From an optimization exercise on the open Yosys and OpenROAD flow, aimed at small area, a short achievable clock period and few clock cycles per item; shortcuts taken in it are not production practice. Only simulation tests tie the RTL to the original design; equivalence was not proved.

==> run a: inputs <==
// pv_sha256
module pv_sha256 (
    input  wire         clk,
    input  wire         rst,
    input  wire         in_valid,
    output wire         in_ready,
    input  wire         in_first,
    input  wire [511:0] in_block,
    output reg          out_valid,
    output wire [255:0] out_digest
);
make LEC_CHECK=0 CAP_MARGIN=30 CORE_MARGIN=2 CORE_UTILIZATION=40 CTS_CLUSTER_DIAMETER=120 CTS_CLUSTER_SIZE=30 SETUP_SLACK_MARGIN=4.5 SLEW_MARGIN=40 finish   # period 8.5 ns
run.sh (not shown) runs the stock make flow with config.mk's settings and CLKGATE_MAP_FILE= SYNTH_SCRIPT=/design/flow/synth_recipe.tcl, a recipe that flattens the netlist after the stock synthesis.
==> run b (differences from run a) <==
--- a/flow/design.v
+++ b/flow/design.v
@@ -15,82 +15,50 @@
     function [31:0] rotr;
         input [31:0] x;
         input [4:0]  n;
         begin
             rotr = (x >> n) | (x << (6'd32 - {1'b0, n}));
         end
     endfunction
-    function [31:0] knext;
-        input [6:0] i;
+    function [31:0] kconst;
+        input [5:0] i;
         begin
             case (i)
-                7'd0: knext = 32'h71374491;
-                7'd1: knext = 32'hb5c0fbcf;
-                7'd2: knext = 32'he9b5dba5;
-                7'd3: knext = 32'h3956c25b;
-                7'd4: knext = 32'h59f111f1;
-                7'd5: knext = 32'h923f82a4;
-                7'd6: knext = 32'hab1c5ed5;
-                7'd7: knext = 32'hd807aa98;
-                7'd8: knext = 32'h12835b01;
-                7'd9: knext = 32'h243185be;
-                7'd10: knext = 32'h550c7dc3;
-                7'd11: knext = 32'h72be5d74;
-                7'd12: knext = 32'h80deb1fe;
-                7'd13: knext = 32'h9bdc06a7;
-                7'd14: knext = 32'hc19bf174;
-                7'd15: knext = 32'he49b69c1;
-                7'd16: knext = 32'hefbe4786;
-                7'd17: knext = 32'h0fc19dc6;
-                7'd18: knext = 32'h240ca1cc;
-                7'd19: knext = 32'h2de92c6f;
-                7'd20: knext = 32'h4a7484aa;
-                7'd21: knext = 32'h5cb0a9dc;
-                7'd22: knext = 32'h76f988da;
-                7'd23: knext = 32'h983e5152;
-                7'd24: knext = 32'ha831c66d;
-                7'd25: knext = 32'hb00327c8;
-                7'd26: knext = 32'hbf597fc7;
-                7'd27: knext = 32'hc6e00bf3;
-                7'd28: knext = 32'hd5a79147;
-                7'd29: knext = 32'h06ca6351;
-                7'd30: knext = 32'h14292967;
-                7'd31: knext = 32'h27b70a85;
-                7'd32: knext = 32'h2e1b2138;
-                7'd33: knext = 32'h4d2c6dfc;
-                7'd34: knext = 32'h53380d13;
-                7'd35: knext = 32'h650a7354;
-                7'd36: knext = 32'h766a0abb;
-                7'd37: knext = 32'h81c2c92e;
-                7'd38: knext = 32'h92722c85;
-                7'd39: knext = 32'ha2bfe8a1;
-                7'd40: knext = 32'ha81a664b;
-                7'd41: knext = 32'hc24b8b70;
-                7'd42: knext = 32'hc76c51a3;
-                7'd43: knext = 32'hd192e819;
-                7'd44: knext = 32'hd6990624;
-                7'd45: knext = 32'hf40e3585;
-                7'd46: knext = 32'h106aa070;
-                7'd47: knext = 32'h19a4c116;
-                7'd48: knext = 32'h1e376c08;
-                7'd49: knext = 32'h2748774c;
-                7'd50: knext = 32'h34b0bcb5;
-                7'd51: knext = 32'h391c0cb3;
-                7'd52: knext = 32'h4ed8aa4a;
-                7'd53: knext = 32'h5b9cca4f;
-                7'd54: knext = 32'h682e6ff3;
-                7'd55: knext = 32'h748f82ee;
-                7'd56: knext = 32'h78a5636f;
-                7'd57: knext = 32'h84c87814;
-                7'd58: knext = 32'h8cc70208;
-                7'd59: knext = 32'h90befffa;
-                7'd60: knext = 32'ha4506ceb;
-                7'd61: knext = 32'hbef9a3f7;
-                7'd62: knext = 32'hc67178f2;
-                default: knext = 32'h428a2f98;
+                6'd0:  kconst = 32'h428a2f98;  6'd1:  kconst = 32'h71374491;
+                6'd2:  kconst = 32'hb5c0fbcf;  6'd3:  kconst = 32'he9b5dba5;
+                6'd4:  kconst = 32'h3956c25b;  6'd5:  kconst = 32'h59f111f1;
+                6'd6:  kconst = 32'h923f82a4;  6'd7:  kconst = 32'hab1c5ed5;
+                6'd8:  kconst = 32'hd807aa98;  6'd9:  kconst = 32'h12835b01;
+                6'd10: kconst = 32'h243185be;  6'd11: kconst = 32'h550c7dc3;
+                6'd12: kconst = 32'h72be5d74;  6'd13: kconst = 32'h80deb1fe;
+                6'd14: kconst = 32'h9bdc06a7;  6'd15: kconst = 32'hc19bf174;
+                6'd16: kconst = 32'he49b69c1;  6'd17: kconst = 32'hefbe4786;
+                6'd18: kconst = 32'h0fc19dc6;  6'd19: kconst = 32'h240ca1cc;
+                6'd20: kconst = 32'h2de92c6f;  6'd21: kconst = 32'h4a7484aa;
+                6'd22: kconst = 32'h5cb0a9dc;  6'd23: kconst = 32'h76f988da;
+                6'd24: kconst = 32'h983e5152;  6'd25: kconst = 32'ha831c66d;
+                6'd26: kconst = 32'hb00327c8;  6'd27: kconst = 32'hbf597fc7;
+                6'd28: kconst = 32'hc6e00bf3;  6'd29: kconst = 32'hd5a79147;
+                6'd30: kconst = 32'h06ca6351;  6'd31: kconst = 32'h14292967;
+                6'd32: kconst = 32'h27b70a85;  6'd33: kconst = 32'h2e1b2138;
+                6'd34: kconst = 32'h4d2c6dfc;  6'd35: kconst = 32'h53380d13;
+                6'd36: kconst = 32'h650a7354;  6'd37: kconst = 32'h766a0abb;
+                6'd38: kconst = 32'h81c2c92e;  6'd39: kconst = 32'h92722c85;
+                6'd40: kconst = 32'ha2bfe8a1;  6'd41: kconst = 32'ha81a664b;
+                6'd42: kconst = 32'hc24b8b70;  6'd43: kconst = 32'hc76c51a3;
+                6'd44: kconst = 32'hd192e819;  6'd45: kconst = 32'hd6990624;
+                6'd46: kconst = 32'hf40e3585;  6'd47: kconst = 32'h106aa070;
+                6'd48: kconst = 32'h19a4c116;  6'd49: kconst = 32'h1e376c08;
+                6'd50: kconst = 32'h2748774c;  6'd51: kconst = 32'h34b0bcb5;
+                6'd52: kconst = 32'h391c0cb3;  6'd53: kconst = 32'h4ed8aa4a;
+                6'd54: kconst = 32'h5b9cca4f;  6'd55: kconst = 32'h682e6ff3;
+                6'd56: kconst = 32'h748f82ee;  6'd57: kconst = 32'h78a5636f;
+                6'd58: kconst = 32'h84c87814;  6'd59: kconst = 32'h8cc70208;
+                6'd60: kconst = 32'h90befffa;  6'd61: kconst = 32'ha4506ceb;
+                6'd62: kconst = 32'hbef9a3f7;  default: kconst = 32'hc67178f2;
             endcase
         end
     endfunction
     reg        run;         
     reg [6:0]  cnt;         
     reg        ready_q;     
     reg        prep;        
@@ -114,15 +82,15 @@
             if (cnt == 7'd64)
                 run_n = 1'b0;
         end
     end
     always @(posedge clk) begin
         if (rst) begin
             run       <= 1'b0;
-            cnt       <= 7'd65;
+            cnt       <= 7'd0;
             ready_q   <= 1'b0;
             prep      <= 1'b0;
             fin       <= 1'b0;
             out_valid <= 1'b0;
             wi        <= 4'd0;
             insel     <= 1'b1;
         end else begin
@@ -138,15 +106,14 @@
     end
     always @(posedge clk) begin
         if (start)
             first_q <= in_first;
     end
     reg [31:0] a, b, c, d, e, f, g, h;
     reg [31:0] p;                   
-    reg [31:0] kt;                  
     reg [511:0] w;                  
     reg [31:0] r0, r1, r2, r3;      
     reg [31:0] q0, q1, q2, q3;      
     reg        ph_sh;       
     reg        ga;          
     reg        use_iv;      
     reg  [2:0] ivs;         
@@ -237,22 +204,22 @@
             4'd12: w_in = in_block[127:96];
             4'd13: w_in = in_block[95:64];
             4'd14: w_in = in_block[63:32];
             default: w_in = in_block[31:0];
         endcase
     end
     wire [31:0] hsrc = prep ? chain[31:0] : g;
+    wire [31:0] kt   = kconst(cnt[5:0]);
     wire [31:0] q12  = kt ^ w0;
     wire [31:0] q1s  = q12 ^ hsrc;
     wire [31:0] q1c  = bsel(q12, hsrc, kt);                
     wire [31:0] p_n  = q1s + {q1c[30:0], 1'b0};
     always @(posedge clk) begin
         w <= {w[479:0], insel ? w_in : w_n};
         p <= p_n;
-        kt <= knext(cnt);
         if (prep) begin
             {a, b, c, d, e, f, g, h} <= chain;
         end else begin
             a <= a_n; b <= a; c <= b; d <= c;
             e <= e_n; f <= e; g <= f; h <= g;
         end
     end
- CTS_CLUSTER_DIAMETER: 120 -> unset
- CTS_CLUSTER_SIZE: 30 -> unset
- SETUP_SLACK_MARGIN: 4.5 -> 3.5
==> run c (differences from run a) <==
- CTS_CLUSTER_DIAMETER: 120 -> unset
- CTS_CLUSTER_SIZE: 30 -> unset
==> summary.txt <==
Run a went through all stages and came out clean. Run c passed the timing, design-rule and antenna checks. Run b completed without violations.
Of run a and run c, run a has the higher hold slack (gap 0.033 ns).
The lowest sequential share of layout area belongs to run c, the highest to run a.
Final cell count: run c > run a > run b.
Against run b, the first-iteration DRC count of run c is larger by 16%.
Testbench counts of run a, summed over its fixed seeds: cycles 24,984, blocks 384.
Testbench counts of run b, summed over its fixed seeds: cycles 24,984, blocks 384.
Testbench counts of run c, summed over its fixed seeds: cycles 24,984, blocks 384.

========
==> v32: inputs <==
pv_sha256, a different RTL version from the one above (not shown whole).
clock: 8.5 ns
lec_check: 0
cap_margin: 30
core_margin: 2
core_utilization: 45
cts_cluster_diameter: 100
cts_cluster_size: 24
setup_slack_margin: 4.5
slew_margin: 40
==> inputs of v31, as changes to v32 <==
==> flow/config.mk (replaced) <==
export PLATFORM = sky130hd
export DESIGN_NAME = pv_sha256
export DESIGN_NICKNAME = pv_sha256
export VERILOG_FILES = /design/flow/design.v
export SDC_FILE = /design/flow/constraint.sdc
export NUM_CORES = 4
export LEC_CHECK = 0
export CAP_MARGIN = 30
export CORE_MARGIN = 2
export CORE_UTILIZATION = 40
export CTS_CLUSTER_DIAMETER = 100
export CTS_CLUSTER_SIZE = 24
export SETUP_SLACK_MARGIN = 4.5
export SLEW_MARGIN = 40
==> inputs of v30, as changes to v32 <==
--- a/flow/design.v
+++ b/flow/design.v
@@ -231,15 +231,15 @@
         end
     endfunction
     wire [31:0] u1  = p ^ ch;
     wire [31:0] l1s = u1 ^ mj;
     wire [31:0] l1c = bsel(u1, mj, p);                     
     wire [31:0] l1cc = {l1c[30:0], 1'b0};
     wire [31:0] u2  = s1 ^ s0;
-    wire [31:0] uco = bsel(u2, l1cc, s1);                  
+    wire [31:0] uco = bsel(l1cc, s1 | s0, s1 & s0);        
     wire [31:0] ut  = u2 ^ (l1cc ^ l1s);
     wire [31:0] uci = {uco[30:0], 1'b0};
     wire [31:0] afs = ut ^ uci;
     wire [31:0] afc = bsel(ut, uci, l1s);
     wire [31:0] a_d = addsel(afs, {afc[30:0], 1'b0}, chain[255:224], prep);
     wire [31:0] v12 = ch ^ d;
     wire [31:0] vco = bsel(v12, p, ch);                    
==> flow/config.mk (replaced) <==
export PLATFORM = sky130hd
export DESIGN_NAME = pv_sha256
export DESIGN_NICKNAME = pv_sha256
export VERILOG_FILES = /design/flow/design.v
export SDC_FILE = /design/flow/constraint.sdc
export NUM_CORES = 4
export LEC_CHECK = 0
export CAP_MARGIN = 30
export CORE_MARGIN = 2
export CORE_UTILIZATION = 40
export CTS_CLUSTER_DIAMETER = 100
export CTS_CLUSTER_SIZE = 24
export SETUP_SLACK_MARGIN = 4.5
export SLEW_MARGIN = 40
==> summary.md <==
| Metric | Value |
|---|---|
| Dpl cell area | `62,400 um2` |
| Vias in the first global route | `43,700` |
| CTS buffer count | `52` |
| Layout cell share with drive strength beyond 1 | `12.7%` |
| Crit path cell chain | `and2_4 > o21a_1 > nor2_2 > xor2_1 > xnor2_2 > ha_4 > and3_4 > a221o_1 > a21oi_2 > nor2_1 > and4b_2 > o221ai_4 > a221o_1 > a21o_1 > mux2_4 > a31oi_1` |
| Tcrit/Tclk final | `49.4%` |
| Outcome | `timing/DRC/antenna clean` |
| GR Util All Layers | `39.9%` |
| Hpwl dp | `197,000 um` |
(the above is from v32)
==> summary.md <==
| Metric | Value |
|---|---|
| Outcome | `timing/DRC/antenna clean` |
| Tcrit/Tclk final | `48.9%` |
| Layout cell share with drive strength beyond 1 | `12.5%` |
| GR Util All Layers | `36.4%` |
| Hpwl dp | `205,000 um` |
| Crit path cell chain | `buf_12 > xnor2_4 > xnor2_4 > xnor2_4 > xnor2_2 > xnor2_2 > xnor2_1 > ha_1 > a211o_1 > o211ai_1 > buf_4 > a211oi_4 > buf_6 > o21a_1 > o21ai_2 > nand2b_1 > buf_4 > a21oi_4 > o21ai_2 > xnor2_1 > o22ai_1` |
| Vias in the first global route | `42,500` |
(the above is from v31)
==> summary.md <==
| Metric | Value |
|---|---|
| Crit path cell chain | `mux2_4 > maj3_2 > nor2_4 > nor2b_4 > xnor2_1 > ha_1 > a211o_1 > a2111o_1 > a21oi_4 > a211oi_4 > buf_4 > nor4_4 > o31ai_4 > buf_6 > a2111oi_4 > o21ai_2 > o221ai_2` |
| Max-slew violations | `0` |
| Tcrit/Tclk final | `49.4%` |
| Dpl cell area | `63,600 um2` |
| CTS buffer count | `53` |
| GR Util All Layers | `36.8%` |
| TritonCTS clock tree | `yes` |
| Outcome | `timing/DRC/antenna clean` |
(the above is from v30)
Testbench counts of v32, summed over its fixed seeds: cycles 24,984, blocks 384.
Testbench counts of v31, summed over its fixed seeds: cycles 24,984, blocks 384.
Testbench counts of v30, summed over its fixed seeds: cycles 24,984, blocks 384.

port drivers added, routing unchanged:
The flow's constraints put no driver on any port. The routed layouts listed below were extracted and timed again, unchanged, in two steps. Step 1, drivers: a clkbuf_16 drives clk and a buf_2 each remaining input, both assumed. Step 2, shift: input delay + t, output delay - t, t = (earliest + latest rising clock arrival at the registers) / 2. This alone moves slack from input paths to output paths. a / b / c = no drivers / after step 1 / after step 2; a / b = the first two.
run	t, ns	setup slack, ns	worst setup path at the end
run a	0.781	4.368 / 4.368 / 3.952	input to register
run b	0.830	3.586 / 3.586 / 2.927	input to register
run c	0.829	4.341 / 4.341 / 3.913	input to register
v32	0.768	4.303 / 4.302 / 3.998	input to register
v31	0.753	4.347 / 4.347 / 4.171	input to register
v30	0.764	4.300 / 4.300 / 4.300	register to register
After both steps setup and hold are still met in every run listed. For run b, which loses most, drivers alone change the setup slack by 0.000 ns; drivers and shift together by -0.659 ns.
